Context: an optimization exercise on an open-source flow, tuned for small area. The choices shown serve that exercise and are no tape-out recipe.
Function was checked by simulation only, so behaviour that the tests miss may differ from the original.
No activity file was given, so power comes from the tool's default toggle rates.

## needle_core
module needle_core (
    input  wire         clk,
    input  wire         rst,           
    input  wire         start,         
    input  wire [12:0]  entry_pc,
    input  wire [7:0]   pages,         
    input  wire [15:0]  budget,        
    input  wire [8:0]   vlen,          
    output wire         busy,
    output wire [12:0]  imem_addr,
    input  wire [63:0]  imem_data,
    output wire [7:0]   win_addr,
    input  wire [255:0] win_data,
    output reg          done,
    output reg  [2:0]   reason,
    output reg  [23:0]  fwd,
    output reg  [7:0]   drop,
    output reg  [7:0]   copy,
    output reg  [2:0]   tc,
    output wire [639:0] key            
);
==> flow/config.mk <==
export PLATFORM = sky130hd
export DESIGN_NAME = needle_core
export DESIGN_NICKNAME = needle_core
export VERILOG_FILES = /design/flow/design.v
export SDC_FILE = /design/flow/constraint.sdc
export NUM_CORES = 4
export LEC_CHECK = 0
export ABC_AREA = 1
export CAP_MARGIN = 20
export CELL_PAD_IN_SITES_DETAIL_PLACEMENT = 2
export CELL_PAD_IN_SITES_GLOBAL_PLACEMENT = 2
export CORE_MARGIN = 2
export CORE_UTILIZATION = 30
export GPL_TIMING_DRIVEN = 0
export SLEW_MARGIN = 20
export SYNTH_MEMORY_MAX_BITS = 16384
==> flow/constraint.sdc <==
create_clock -name core_clock -period 12.0 [get_ports {clk}]
set_input_delay 2.4000 -clock core_clock [delete_from_list [all_inputs] [get_ports {clk}]]
set_output_delay 2.4000 -clock core_clock [all_outputs]
set_load 0.01 [all_outputs]
standard.sh (not shown) runs the stock make flow with config.mk's settings and CLKGATE_MAP_FILE= SYNTH_SCRIPT=/design/flow/synth_recipe.tcl, a recipe that flattens the netlist after the stock synthesis.
==> flow/flow/run.sh <==
#!/bin/bash
# The standard layout (standard.sh, unchanged synthesis), with two changes:
# the port buffers are the smallest buffer cell, and CTS builds the tree from
# clkbuf_4/clkbuf_8 with no dummy loads. Each tool's output goes to
# orfs/logs; make's own output to make.log.
set -euo pipefail
export BUFFER_PORTS_ARGS="-buffer_cell sky130_fd_sc_hd__buf_1"
export CTS_ARGS="-sink_clustering_enable -repair_clock_nets -dont_use_dummy_load -buf_list {sky130_fd_sc_hd__clkbuf_4 sky130_fd_sc_hd__clkbuf_8} -sink_clustering_size 20"
bash standard.sh finish > make.log 2>&1
The first run completed with no timing, DRC or antenna violations.
Change:
==> flow/flow/run.sh (replaced) <==
#!/bin/bash
# The standard layout (standard.sh, unchanged synthesis), with two changes:
# the port buffers are the smallest buffer cell, and CTS inserts no dummy
# loads. Each tool's output goes to orfs/logs; make's own output to make.log.
set -euo pipefail
export BUFFER_PORTS_ARGS="-buffer_cell sky130_fd_sc_hd__buf_1"
export CTS_ARGS="-sink_clustering_enable -repair_clock_nets -dont_use_dummy_load"
bash standard.sh finish > make.log 2>&1
--- a/flow/config.mk
+++ b/flow/config.mk
@@ -12,5 +12,6 @@
 export CORE_MARGIN = 2
 export CORE_UTILIZATION = 30
-export GPL_TIMING_DRIVEN = 0
+export CTS_BUF_LIST = sky130_fd_sc_hd__clkbuf_4 sky130_fd_sc_hd__clkbuf_8
+export CTS_CLUSTER_SIZE = 20
 export SLEW_MARGIN = 20
 export SYNTH_MEMORY_MAX_BITS = 16384
What happened:
- non-clock buffer count shrinks by 427
- fmax rises by 17%
- setup slack improves by 1.7 ns
- global-route usage decreases by 6.7 points
- total power rises by 1.2%
- design area went down by 1.7%
- clock power increases by 19%
Change:
==> flow/flow/run.sh (replaced) <==
#!/bin/bash
# The standard layout (standard.sh, unchanged synthesis), with two changes:
# the port buffers are the smallest buffer cell, and CTS builds the tree from
# clkbuf_8 with no dummy loads. Each tool's output goes to
# orfs/logs; make's own output to make.log.
set -euo pipefail
export BUFFER_PORTS_ARGS="-buffer_cell sky130_fd_sc_hd__buf_1"
export CTS_ARGS="-sink_clustering_enable -repair_clock_nets -dont_use_dummy_load -buf_list {sky130_fd_sc_hd__clkbuf_8}"
bash standard.sh finish > make.log 2>&1
--- a/flow/config.mk
+++ b/flow/config.mk
@@ -11,7 +11,5 @@
 export CELL_PAD_IN_SITES_GLOBAL_PLACEMENT = 2
 export CORE_MARGIN = 2
-export CORE_UTILIZATION = 30
-export CTS_BUF_LIST = sky130_fd_sc_hd__clkbuf_4 sky130_fd_sc_hd__clkbuf_8
-export CTS_CLUSTER_SIZE = 20
+export CORE_UTILIZATION = 45
 export SLEW_MARGIN = 20
 export SYNTH_MEMORY_MAX_BITS = 16384
After rerunning: Now the flow stopped in global routing, error GRT-0116; area after synthesis does not change; synthesized cell count is unchanged.

== lane 1 ==
Another version of the RTL of needle_core (not shown whole).
Size: ~8600 cells after synthesis, roughly 1300 flip-flops, roughly 72000 sq um of cells after synthesis.
Settings: LEC_CHECK=0, ABC_AREA=1, CAP_MARGIN=20, CELL_PAD_IN_SITES_DETAIL_PLACEMENT=2, CELL_PAD_IN_SITES_GLOBAL_PLACEMENT=2, CORE_MARGIN=2, CORE_UTILIZATION=30, SLEW_MARGIN=20, SYNTH_MEMORY_MAX_BITS=16384; clock period 12.0 ns.
==> flow/flow/run.sh <==
#!/bin/bash
# The standard layout (standard.sh, unchanged synthesis), with two changes:
# the port buffers are the smallest buffer cell, and CTS builds the tree from
# clkbuf_16 (clusters of up to 20 sinks) with no dummy loads. Each tool's output goes to
# orfs/logs; make's own output to make.log.
set -euo pipefail
export BUFFER_PORTS_ARGS="-buffer_cell sky130_fd_sc_hd__buf_1"
export CTS_ARGS="-sink_clustering_enable -repair_clock_nets -dont_use_dummy_load -buf_list {sky130_fd_sc_hd__clkbuf_16} -sink_clustering_size 20 -sink_clustering_max_diameter 120"
bash standard.sh finish > make.log 2>&1
Lane 1 reached the final stage; the timing, design-rule and antenna checks on its layout passed.
Input-level comparison between lane 2 and lane 1:
==> flow/flow/run.sh <==
#!/bin/bash
# The standard layout (standard.sh, unchanged synthesis), with two changes:
# the port buffers are the smallest buffer cell, and CTS builds the tree from
# clkbuf_8 (clusters of up to 12 sinks) with no dummy loads. Each tool's output goes to
# orfs/logs; make's own output to make.log.
set -euo pipefail
export BUFFER_PORTS_ARGS="-buffer_cell sky130_fd_sc_hd__buf_1"
export CTS_ARGS="-sink_clustering_enable -repair_clock_nets -dont_use_dummy_load -buf_list {sky130_fd_sc_hd__clkbuf_8} -sink_clustering_size 12 -sink_clustering_max_diameter 100"
bash standard.sh finish > make.log 2>&1
[summary]
- The non-clock buffer contribution to total cell area was comparable across lane 2 and lane 1.
- From lane 1 to lane 2 the numbers moved as follows: number of diodes climbed 2, final standard cell count with taps included and fillers excluded increased 44, clock network area share saw a decrease.

== try-violet ==
needle_core with an RTL version that a note above also has.
Size: roughly 9000 cells after synthesis, ~1300 flip-flops, about 75000 um^2 of cells after synthesis.
==> flow/design.v (excerpt) <==
module needle_core (
    input  wire         clk,
    input  wire         rst,           
    input  wire         start,         
    input  wire [12:0]  entry_pc,
    input  wire [7:0]   pages,         
    input  wire [15:0]  budget,        
    input  wire [8:0]   vlen,          
    output wire         busy,
    output wire [12:0]  imem_addr,
    input  wire [63:0]  imem_data,
    output wire [7:0]   win_addr,
    input  wire [255:0] win_data,
    output reg          done,
    output reg  [2:0]   reason,
    output reg  [23:0]  fwd,
    output reg  [7:0]   drop,
    output reg  [7:0]   copy,
    output reg  [2:0]   tc,
    output wire [639:0] key            
);
export LEC_CHECK = 0
export ABC_AREA = 1
export CAP_MARGIN = 20
export CELL_PAD_IN_SITES_DETAIL_PLACEMENT = 2
export CELL_PAD_IN_SITES_GLOBAL_PLACEMENT = 2
export CORE_MARGIN = 2
export CORE_UTILIZATION = 30
export SLEW_MARGIN = 20
export SYNTH_MEMORY_MAX_BITS = 16384
create_clock -name core_clock -period 12.0 [get_ports {clk}]
==> flow/flow/run.sh <==
#!/bin/bash
# The standard layout (standard.sh, unchanged synthesis), with two changes:
# the port buffers are the smallest buffer cell, and CTS inserts no dummy
# loads. Each tool's output goes to orfs/logs; make's own output to make.log.
set -euo pipefail
export BUFFER_PORTS_ARGS="-buffer_cell sky130_fd_sc_hd__buf_1"
export CTS_ARGS="-sink_clustering_enable -repair_clock_nets -dont_use_dummy_load"
bash standard.sh finish > make.log 2>&1
try-violet: PASS, flow complete, no timing, DRC or antenna violations
The inputs of try-onyx differ from those of try-violet as listed below.
==> flow/flow/run.sh <==
#!/bin/bash
# The standard layout (standard.sh, unchanged synthesis), with two changes:
# the port buffers are the smallest buffer cell, and CTS builds the tree from
# clkbuf_4/clkbuf_8 with no dummy loads. Each tool's output goes to
# orfs/logs; make's own output to make.log.
set -euo pipefail
export BUFFER_PORTS_ARGS="-buffer_cell sky130_fd_sc_hd__buf_1"
export CTS_ARGS="-sink_clustering_enable -repair_clock_nets -dont_use_dummy_load -buf_list {sky130_fd_sc_hd__clkbuf_4 sky130_fd_sc_hd__clkbuf_8} -sink_clustering_size 20"
bash standard.sh finish > make.log 2>&1
Notes after the runs:
- try-onyx vs try-violet on portion of total power attributed to combinational logic: try-onyx is the higher one.
- try-onyx vs try-violet — synthesis-to-finish area growth dropped 0.82 points.
- [compare] base=try-violet new=try-onyx: cell count grew by about 0.7%, via count grew by 254, total count of max-transition violations in the final report held steady, sequential share of layout area grew by 0.30 points, share of the clock period used by the worst path after layout grew by 0.15 points.
## Diff of input files: try-harbor against try-onyx
==> flow/flow/run.sh <==
#!/bin/bash
# The standard layout (standard.sh, unchanged synthesis), with two changes:
# the port buffers are the smallest buffer cell, and CTS builds the tree from
# clkbuf_8 with no dummy loads. Each tool's output goes to
# orfs/logs; make's own output to make.log.
set -euo pipefail
export BUFFER_PORTS_ARGS="-buffer_cell sky130_fd_sc_hd__buf_1"
export CTS_ARGS="-sink_clustering_enable -repair_clock_nets -dont_use_dummy_load -buf_list {sky130_fd_sc_hd__clkbuf_8}"
bash standard.sh finish > make.log 2>&1
Fraction of area in registers: try-onyx vs try-harbor, no meaningful difference
Looking at smallest setup slack after layout, try-harbor sits 0.025 ns higher than try-onyx does.
Between try-harbor and try-onyx, the design area figures differ only marginally.
Changes observed in try-harbor relative to try-onyx: via count held, share of cell area taken by multi-input logic gates ~0 delta.
When try-harbor is set beside try-onyx, its time the worst path needs with I/O delays and setup turns out to be 0.025 ns smaller.
The utilization on try-onyx is in line with that on try-harbor.

## port drivers added, routing unchanged
Ports are ideal in the flow. The routed layouts listed here were re-timed in OpenROAD. Step 1 (the two cells are an assumption about what drives the block):
set clk [get_ports {clk}]
set_driving_cell -lib_cell sky130_fd_sc_hd__clkbuf_16 $clk
set_driving_cell -lib_cell sky130_fd_sc_hd__buf_2 [delete_from_list [all_inputs] $clk]
Step 2 moves the port delays by t, midway between the first and last clock arrival at a register: inputs arrive t later, outputs are due t later. That takes back most of the time a late clock gives input paths. Three values: no drivers, after step 1, after step 2; two values: the first two.
| run | t, ns | setup slack, ns | hold slack, ns | worst setup path at the end | slew at the worst register clock pin (ns) |
|---|---|---|---|---|---|
| the first run of note 1 | 1.133 | 0.401 / 0.375 / -0.285 | 0.510 / 0.510 / 0.510 | input to register | 0.07 / 0.07 |
| the second run of note 1 | 0.880 | 2.068 / 2.044 / 1.682 | 0.515 / 0.515 / 0.515 | input to register | 0.06 / 0.06 |
| lane 1 | 0.828 | 2.134 / 2.104 / 1.358 | 0.523 / 0.523 / 0.523 | input to register | 0.11 / 0.11 |
| lane 2 | 1.014 | 2.141 / 2.100 / 1.335 | 0.526 / 0.526 / 0.526 | input to register | 0.11 / 0.11 |
| try-violet | 0.880 | 2.068 / 2.044 / 1.682 | 0.515 / 0.515 / 0.515 | input to register | 0.06 / 0.06 |
| try-onyx | 1.075 | 2.049 / 2.025 / 1.619 | 0.505 / 0.505 / 0.505 | input to register | 0.07 / 0.07 |
| try-harbor | 1.075 | 2.074 / 2.051 / 1.661 | 0.507 / 0.507 / 0.507 | input to register | 0.07 / 0.07 |
With both steps, setup timing fails in the first run of note 1, where it was met with ideal ports. For lane 2, which loses most, drivers alone change the setup slack by -0.041 ns; drivers and shift together by -0.806 ns.
